What follows belongs to an exercise in optimizing a design on an open flow for small area, a short achievable clock period and few clock cycles per item; a production flow would make more cautious choices. The RTL was checked by simulation tests, not by an equivalence proof against the original design.

## cedar
## zdiv
module zdiv (
    input  wire        clk,
    input  wire        rst,
    input  wire        in_valid,
    output wire        in_ready,
    input  wire [47:0] in_num,
    input  wire [47:0] in_den,
    input  wire [7:0]  in_e,
    output reg         out_valid,
    output wire [47:0] out_q,
    output reg         out_wrap,
    output reg         out_inv
);
For scale: ~170 flip-flops, ~160 I/O pins, ~14000 um^2 of cells after synthesis.
==> flow/config.mk <==
export PLATFORM = sky130hd
export DESIGN_NAME = zdiv
export DESIGN_NICKNAME = zdiv
export VERILOG_FILES = /design/flow/design.v
export SDC_FILE = /design/flow/constraint.sdc
export NUM_CORES = 4
export LEC_CHECK = 0
export ABC_AREA = 1
export CAP_MARGIN = 20
export CORE_MARGIN = 2
export CORE_UTILIZATION = 55
export PLACE_DENSITY = 0.7
export SETUP_SLACK_MARGIN = 5
export SLEW_MARGIN = 20
==> flow/constraint.sdc <==
create_clock -name core_clock -period 10.0 [get_ports {clk}]
set_input_delay 2.0000 -clock core_clock [delete_from_list [all_inputs] [get_ports {clk}]]
set_output_delay 2.0000 -clock core_clock [all_outputs]
set_load 0.01 [all_outputs]
standard.sh (not shown) runs the stock make flow with config.mk's settings and CLKGATE_MAP_FILE= SYNTH_SCRIPT=/design/flow/synth_recipe.tcl, a recipe that flattens the netlist after the stock synthesis.
==> flow/flow/run.sh <==
#!/bin/bash
# Standard ORFS layout (the standard.sh, standard synthesis unchanged),
# with two changes to how the layout is made:
#  - repair_timing aims for a setup slack margin of 7 ns (timing is still
#    constrained and signed off at the design's 10 ns clock);
#  - port buffers use sky130_fd_sc_hd__buf_1 instead of the default choice.
# Each tool's full output stays in orfs/logs; the make output goes to
# standard.log.
set -o pipefail
bash standard.sh \
  "SETUP_SLACK_MARGIN=7" \
  "BUFFER_PORTS_ARGS=-buffer_cell sky130_fd_sc_hd__buf_1" \
  finish > standard.log 2>&1
Testbench counts of cedar, summed over its fixed seeds: cycles 99,441, items 3,200.
Input-level comparison between maple and cedar:
diff --git a/flow/flow/run.sh b/flow/flow/run.sh
--- a/flow/flow/run.sh
+++ b/flow/flow/run.sh
@@ -4 +4 @@
-#  - repair_timing aims for a setup slack margin of 7 ns (timing is still
+#  - repair_timing aims for a setup slack margin of 6.5 ns (timing is still
@@ -11 +11 @@
-  "SETUP_SLACK_MARGIN=7" \
+  "SETUP_SLACK_MARGIN=6.5" \
Findings:
The core of maple is less densely filled than that of cedar. Worst setup slack, maple and cedar: smaller value in cedar. Delta (maple minus cedar): register share of the cell area grew by 2.2 points, via count shrank by 7.5%, fmax grew by about 2%, number of inserted filler cells in the final layout grew by 317. | final area | maple vs cedar | better |. maple vs cedar: wire length down by more than 10%. Total of clock buffers placed in the layout: maple > cedar.

---

alpha:
Another version of the RTL of zdiv (not shown whole).
Size in the first run: about 1900 cells after synthesis, about 160 I/O pins, about 13000 sq um of cells after synthesis.
==> flow/config.mk <==
export PLATFORM = sky130hd
export DESIGN_NAME = zdiv
export DESIGN_NICKNAME = zdiv
export VERILOG_FILES = /design/flow/design.v
export SDC_FILE = /design/flow/constraint.sdc
export NUM_CORES = 4
export LEC_CHECK = 0
export ABC_AREA = 1
export CAP_MARGIN = 20
export CORE_MARGIN = 2
export CORE_UTILIZATION = 55
export PLACE_DENSITY = 0.7
export SETUP_SLACK_MARGIN = 5
export SLEW_MARGIN = 20
==> flow/constraint.sdc <==
create_clock -name core_clock -period 10.0 [get_ports {clk}]
set_input_delay 2.0000 -clock core_clock [delete_from_list [all_inputs] [get_ports {clk}]]
set_output_delay 2.0000 -clock core_clock [all_outputs]
set_load 0.01 [all_outputs]
==> flow/flow/run.sh <==
#!/bin/bash
# Standard ORFS layout (the standard.sh, standard synthesis unchanged),
# with three changes to how the layout is made:
#  - repair_timing aims for a setup slack margin of 6.5 ns (timing is still
#    constrained and signed off at the design's 10 ns clock);
#  - port buffers use sky130_fd_sc_hd__buf_1 instead of the default choice;
#  - the clock tree is built from sky130_fd_sc_hd__clkbuf_8.
# Each tool's full output stays in orfs/logs; the make output goes to
# standard.log.
set -o pipefail
bash standard.sh \
  "SETUP_SLACK_MARGIN=6.5" \
  "BUFFER_PORTS_ARGS=-buffer_cell sky130_fd_sc_hd__buf_1" \
  "CTS_BUF_LIST=sky130_fd_sc_hd__clkbuf_8" \
  finish > standard.log 2>&1
Testbench counts of alpha, summed over its fixed seeds: cycles 99,441, items 3,200.
Inputs modified between alpha and beta:
==> flow/flow/run.sh <==
#!/bin/bash
# Standard ORFS layout (the standard.sh, standard synthesis unchanged),
# with two changes to how the layout is made:
#  - repair_timing aims for a setup slack margin of 6.5 ns (timing is still
#    constrained and signed off at the design's 10 ns clock);
#  - port buffers use sky130_fd_sc_hd__buf_1 instead of the default choice.
# Each tool's full output stays in orfs/logs; the make output goes to
# standard.log.
set -o pipefail
bash standard.sh \
  "SETUP_SLACK_MARGIN=6.5" \
  "BUFFER_PORTS_ARGS=-buffer_cell sky130_fd_sc_hd__buf_1" \
  finish > standard.log 2>&1
## What came out
Per the final summary, beta finished and its layout is clean on timing, DRC and antenna.
NOTE: area added between synthesis and finish in beta exceeds that of alpha
beta against alpha: wire length on met3 decreased about 2.4%, slack of the critical path went up.

[separate check: timing with driven ports]
No port has a modelled driver above. Below, the same layouts with a new extraction and two added sets of constraints. Step 1 assumes that a clkbuf_16 drives the clock port and a buf_2 every other input. Step 2, shift: input delay + t, output delay - t, t = (earliest + latest rising clock arrival at the registers) / 2. This alone moves slack from input paths to output paths. Slacks: ideal / step 1 / step 2; pairs: ideal / step 1.
| run | shift t [ns] | slack for setup (ns) | worst setup path at the end | worst data-port slew with drivers (ns) |
|---|---|---|---|---|
| cedar | 0.497 | 6.461 / 6.461 / 6.461 | register to register | 0.09 |
| maple | 0.496 | 6.529 / 6.489 / 6.529 | register to register | 0.08 |
| alpha | 0.514 | 6.476 / 6.476 / 6.369 | input to register | 0.07 |
| beta | 0.486 | 6.523 / 6.523 / 6.379 | input to register | 0.08 |
After both steps every run listed still meets setup and hold. For beta, which loses most, drivers alone change the setup slack by 0.000 ns; drivers and shift together by -0.144 ns.
